Context: an optimization exercise on an open-source flow, tuned for small area, a short achievable clock period and few clock cycles per item. The choices shown serve that exercise and are no tape-out recipe. Where RTL was checked, it was by simulation tests only, not by an equivalence proof against the original.

Setup of run 1:
Design pagecode_dec, start of the top module:
module pagecode_dec (
  input  wire        clk,
  input  wire        rst,
  input  wire        in_valid,
  input  wire [7:0]  in_data,
  output reg         in_ready,
  output reg         out_valid,
  output reg         out_clean,
  output reg         out_poison,
  output reg         out_ok,
  output reg  [2:0]  out_count,
  output reg  [31:0] out_pos,
  output reg  [31:0] out_val
);
Size: about 3500 cells after synthesis, roughly 390 flip-flops, about 83 I/O pins, roughly 26000 sq um of cells after synthesis.
==> flow/config.mk <==
export PLATFORM = sky130hd
export DESIGN_NAME = pagecode_dec
export DESIGN_NICKNAME = pagecode_dec
export VERILOG_FILES = /design/flow/design.v
export SDC_FILE = /design/flow/constraint.sdc
export NUM_CORES = 4
export LEC_CHECK = 0
export ABC_AREA = 1
export CAP_MARGIN = 20
export CORE_MARGIN = 2
export CORE_UTILIZATION = 40
export SLEW_MARGIN = 20
==> flow/constraint.sdc <==
create_clock -name core_clock -period 12.0 [get_ports {clk}]
set_input_delay 2.4000 -clock core_clock [delete_from_list [all_inputs] [get_ports {clk}]]
set_output_delay 2.4000 -clock core_clock [all_outputs]
set_load 0.01 [all_outputs]
standard.sh (not shown) runs the stock make flow with config.mk's settings and CLKGATE_MAP_FILE= SYNTH_SCRIPT=/design/flow/synth_recipe.tcl, a recipe that flattens the netlist after the stock synthesis.
==> flow/flow/run.sh <==
#!/bin/bash
# The standard layout, with ORFS's repair_timing aiming at a setup slack
# margin of 8.5 ns, and buf_2 cells as the port buffers (the SDC, clock period
# and all other settings unchanged).
set -euo pipefail
export SETUP_SLACK_MARGIN=8.5
export BUFFER_PORTS_ARGS="-buffer_cell sky130_fd_sc_hd__buf_2"
bash standard.sh > standard_flow.log 2>&1
Testbench counts of run 1, summed over its fixed seeds: cycles 53,187, items 384.
Relative to run 1, the following input files were edited for run 2:
Settings: clearing ABC_AREA, which used to be 1.
==> flow/flow/run.sh <==
#!/bin/bash
# The standard layout, with ORFS's repair_timing aiming at a setup slack
# margin of 8.3 ns, and buf_2 cells as the port buffers (the SDC, clock period
# and all other settings unchanged).
set -euo pipefail
export SETUP_SLACK_MARGIN=8.3
export BUFFER_PORTS_ARGS="-buffer_cell sky130_fd_sc_hd__buf_2"
bash standard.sh > standard_flow.log 2>&1
## What came out
Wire: run 2 routes less than run 1
Run 2: die extent in x lower than run 1
Diff run 1 -> run 2 | synthesized area | decrease of about 8%
In the reports for run 2 and run 1, the smaller number of signal-net buffers in the layout belongs to run 2.
met5 as the uppermost metal layer occupied by signal nets was reported by run 1, and met4 by run 2.
Here is what was changed in the inputs of run 3 compared with run 2.
Settings: an added CTS_CLUSTER_DIAMETER of 80; an added CTS_CLUSTER_SIZE of 20.
==> flow/flow/run.sh <==
#!/bin/bash
# The standard layout, with ORFS's repair_timing aiming at a setup slack
# margin of 8.5 ns, and buf_2 cells as the port buffers (the SDC, clock period
# and all other settings unchanged).
set -euo pipefail
export SETUP_SLACK_MARGIN=8.5
export BUFFER_PORTS_ARGS="-buffer_cell sky130_fd_sc_hd__buf_2"
bash standard.sh > standard_flow.log 2>&1
==> comparison <==
On run 3: fraction of met2 tracks used by global routing is 0.39 points higher than what run 2 gave.
Comparing run 3 and run 2, number of buffers inserted by post-CTS setup repair is lower on run 2.
Min clock network area share across run 3 and run 2: run 3
Worst path setup slack after routing in run 3 is 0.14 ns higher than in run 2
In run 3 the multi-input logic area turned out about 0.4% higher than in run 2.
Looking at arrival time at the worst endpoint across run 3 and run 2, the one that comes out higher is run 2.
On routed wire length, run 3 and run 2 are basically level.
Any difference in total global routing track utilization between run 3 and run 2 is small enough to ignore.
Hold slack: higher on run 3
As far as count of flip-flops with a built-in enable after synthesis goes, run 3 and run 2 are indistinguishable; the numbers are identical.
What run 4 does differently from run 3 at the input level:
Settings: a deleted CTS_CLUSTER_DIAMETER that had been 80; a deleted CTS_CLUSTER_SIZE that had been 20; an added CTS_BUF_LIST of sky130_fd_sc_hd__clkbuf_8.
### Flow results
| register fraction of the total cell area | lower: run 4 |. Compared to run 3, the router laid down more metal wire for run 4.

---

pagecode_dec, a different RTL version from the one above (not shown whole).
Size: roughly 390 flip-flops, about 83 I/O pins, about 24,000 µm² of cells after synthesis.
Settings: LEC_CHECK=0, CAP_MARGIN=20, CORE_MARGIN=2, CORE_UTILIZATION=40, CTS_CLUSTER_DIAMETER=60, CTS_CLUSTER_SIZE=16, SLEW_MARGIN=20; clock period 12.0 ns.
==> flow/flow/run.sh <==
#!/bin/bash
# The standard layout, with ORFS's repair_timing aiming at a setup slack
# margin of 8.5 ns, and buf_2 cells as the port buffers (the SDC, clock period
# and all other settings unchanged).
set -euo pipefail
export SETUP_SLACK_MARGIN=8.5
export BUFFER_PORTS_ARGS="-buffer_cell sky130_fd_sc_hd__buf_2"
bash standard.sh > standard_flow.log 2>&1
The baseline finished with timing, DRC and antenna clean.
Testbench counts at the start, summed over its fixed seeds: cycles 53,187, items 384.
Rerun with:
- CTS_CLUSTER_DIAMETER: 60 -> 80
- CTS_CLUSTER_SIZE: 16 -> 20
- first-iteration DRC count came out lower by about 5%
- worst hold slack gets better by 10 ps
- via count falls by about 0.37%
- wire length shrinks by about 0.7%

---

Another version of the RTL of pagecode_dec (not shown whole).
For scale: roughly 280 flip-flops, about 0.023 mm² of cells after synthesis.
clock: 12.0 ns
lec_check: 0
cap_margin: 20
core_margin: 2
core_utilization: 40
slew_margin: 20
==> flow/flow/run.sh <==
#!/bin/bash
# The standard layout, with ORFS's repair_timing aiming at a setup slack
# margin of 8 ns (the SDC, clock period and all other settings unchanged).
set -euo pipefail
export SETUP_SLACK_MARGIN=8
bash standard.sh > standard_flow.log 2>&1
The starting point finished clean.
Change:
==> flow/flow/run.sh (replaced) <==
#!/bin/bash
# The standard layout, with ORFS's repair_timing aiming at a setup slack
# margin of 7 ns (the SDC, clock period and all other settings unchanged).
set -euo pipefail
export SETUP_SLACK_MARGIN=7
bash standard.sh > standard_flow.log 2>&1
The changed run completed with no timing, DRC or antenna violations.
Design area drops by 9.5%.
Via count fell by 5.5%.
Sequential cell count stays the same.
First-iteration DRC count decreases by 11%.
Routed wire length falls by 6.7%.
Function was not checked in any run of this note: the RTL went through the layout flow alone.

---

pagecode_dec with an RTL version that a note above also has.
Size: roughly 2300 cells after synthesis, ~83 I/O pins, about 0.024 mm^2 of cells after synthesis.
==> flow/config.mk <==
export PLATFORM = sky130hd
export DESIGN_NAME = pagecode_dec
export DESIGN_NICKNAME = pagecode_dec
export VERILOG_FILES = /design/flow/design.v
export SDC_FILE = /design/flow/constraint.sdc
export NUM_CORES = 4
export LEC_CHECK = 0
export CAP_MARGIN = 20
export CORE_MARGIN = 2
export CORE_UTILIZATION = 55
export CTS_CLUSTER_DIAMETER = 80
export CTS_CLUSTER_SIZE = 20
export SLEW_MARGIN = 20
==> flow/constraint.sdc <==
create_clock -name core_clock -period 12.0 [get_ports {clk}]
set_input_delay 2.4000 -clock core_clock [delete_from_list [all_inputs] [get_ports {clk}]]
set_output_delay 2.4000 -clock core_clock [all_outputs]
set_load 0.01 [all_outputs]
==> flow/flow/run.sh <==
#!/bin/bash
# The standard layout, with ORFS's repair_timing aiming at a setup slack
# margin of 8.5 ns, and buf_2 cells as the port buffers (the SDC, clock period
# and all other settings unchanged).
set -euo pipefail
export SETUP_SLACK_MARGIN=8.5
export BUFFER_PORTS_ARGS="-buffer_cell sky130_fd_sc_hd__buf_2"
bash standard.sh > standard_flow.log 2>&1
Testbench counts at the start, summed over its fixed seeds: cycles 53,187, items 384.
Then changed:
==> flow/flow/run.sh (replaced) <==
#!/bin/bash
# The standard layout, with ORFS's repair_timing aiming at a setup slack
# margin of 8.4 ns, and buf_2 cells as the port buffers (the SDC, clock period
# and all other settings unchanged).
set -euo pipefail
export SETUP_SLACK_MARGIN=8.4
export BUFFER_PORTS_ARGS="-buffer_cell sky130_fd_sc_hd__buf_2"
bash standard.sh > standard_flow.log 2>&1
Settings changed: CORE_UTILIZATION 55 to 50.
Effect: Non-clock buffer count rises by 1. Sequential share of layout area rises by 0.12 points. Clock-buffer cell count rises by 2. Die area rises by 9.8%. Register-to-register slack hardly moves. Synthesized area does not change.
Then changed:
==> flow/flow/run.sh (replaced) <==
#!/bin/bash
# The standard layout, with ORFS's repair_timing aiming at a setup slack
# margin of 8.5 ns, and buf_2 cells as the port buffers (the SDC, clock period
# and all other settings unchanged).
set -euo pipefail
export SETUP_SLACK_MARGIN=8.5
export BUFFER_PORTS_ARGS="-buffer_cell sky130_fd_sc_hd__buf_2"
bash standard.sh > standard_flow.log 2>&1
Settings changed: CORE_UTILIZATION 50 to 40, CTS_CLUSTER_DIAMETER 80 to default, CTS_CLUSTER_SIZE 20 to default.
What happened: The new run produced a clean layout; worst setup slack improved by 29 ps; synthesized area is unchanged; die area went up by about 25%; hold slack got worse by 16 ps; first-iteration DRC count went down by 2.3%; design area went up by 3.4%; non-clock buffer count is unchanged.
Then changed:
==> flow/flow/run.sh (replaced) <==
#!/bin/bash
# The standard layout, with ORFS's repair_timing aiming at a setup slack
# margin of 8.6 ns, and buf_2 cells as the port buffers (the SDC, clock period
# and all other settings unchanged).
set -euo pipefail
export SETUP_SLACK_MARGIN=8.6
export BUFFER_PORTS_ARGS="-buffer_cell sky130_fd_sc_hd__buf_2"
bash standard.sh > standard_flow.log 2>&1
Settings changed: CTS_CLUSTER_DIAMETER from default to 80, CTS_CLUSTER_SIZE from default to 20.
Result:
- The changed run produced a clean layout
- routed wire length stays flat
- design area stays flat
- non-clock buffer count grows by 23
- setup slack gets worse by 13 ps
- utilization is about the same
Then changed:
==> flow/flow/run.sh (replaced) <==
#!/bin/bash
# The standard layout, with ORFS's repair_timing aiming at a setup slack
# margin of 8.5 ns, and buf_2 cells as the port buffers (the SDC, clock period
# and all other settings unchanged).
set -euo pipefail
export SETUP_SLACK_MARGIN=8.5
export BUFFER_PORTS_ARGS="-buffer_cell sky130_fd_sc_hd__buf_2"
bash standard.sh > standard_flow.log 2>&1
Settings changed: CORE_UTILIZATION 40 to 50.
Outcome: The new run went through all stages and came out clean. Final area falls by 3.0%. Count of clock-buffer cells in the layout is unchanged. Via count rises by 0.42%. Critical path depth stays the same. Synthesized cell count stays the same. Hold slack hardly moves. Worst setup slack gains 27 ps.

## afterwards: timing with drivers on the ports
How much do the figures lean on ideal ports? The routed layouts below were timed once more, with nothing changed but the port constraints. Step 1, drivers: a clkbuf_16 drives clk and a buf_2 each remaining input, both assumed. Step 2 adds t to the input delays and takes it off the output delays; t is the mean of the earliest and latest rising clock arrival at the registers after step 1. Input paths then give back, and output paths get back, about the clock's delay inside the block. Slacks: ideal ports / drivers / drivers and shift; pairs: ideal ports / drivers.
| run | t (ns) | setup slack, ns | worst setup path after step 2 | latest minus earliest clock arrival (ns) |
|---|---|---|---|---|
| run 1 | 0.641 | 8.534 / 8.479 / 8.496 | input to register | 0.021 / 0.021 |
| run 2 | 0.652 | 8.383 / 8.383 / 8.383 | register to register | 0.044 / 0.044 |
| run 3 | 0.679 | 8.519 / 8.462 / 8.627 | register to register | 0.049 / 0.050 |
| run 4 | 0.728 | 8.465 / 8.409 / 8.653 | register to register | 0.050 / 0.049 |
| the first run of note 2 | 0.636 | 8.524 / 8.464 / 8.570 | register to register | 0.046 / 0.046 |
| the second run of note 2 | 0.665 | 8.502 / 8.445 / 8.568 | register to register | 0.032 / 0.032 |
| the first run of note 3 | 0.657 | 7.461 / 7.461 / 7.379 | input to register | 0.016 / 0.015 |
| the second run of note 3 | 0.616 | 7.106 / 7.144 / 6.528 | input to register | 0.033 / 0.034 |
| the first run of note 4 | 0.640 | 8.480 / 8.465 / 8.480 | register to register | 0.020 / 0.020 |
| the second run of note 4 | 0.642 | 8.482 / 8.427 / 8.482 | register to register | 0.025 / 0.024 |
| the third run of note 4 | 0.641 | 8.511 / 8.456 / 8.590 | register to register | 0.037 / 0.037 |
| the fourth run of note 4 | 0.667 | 8.498 / 8.438 / 8.648 | register to register | 0.024 / 0.023 |
| the fifth run of note 4 | 0.654 | 8.525 / 8.466 / 8.590 | register to register | 0.022 / 0.022 |
After both steps setup and hold are still met in every run listed. The setup slack of the second run of note 3, which loses most, moves by +0.038 ns with the drivers and by -0.578 ns with both steps.
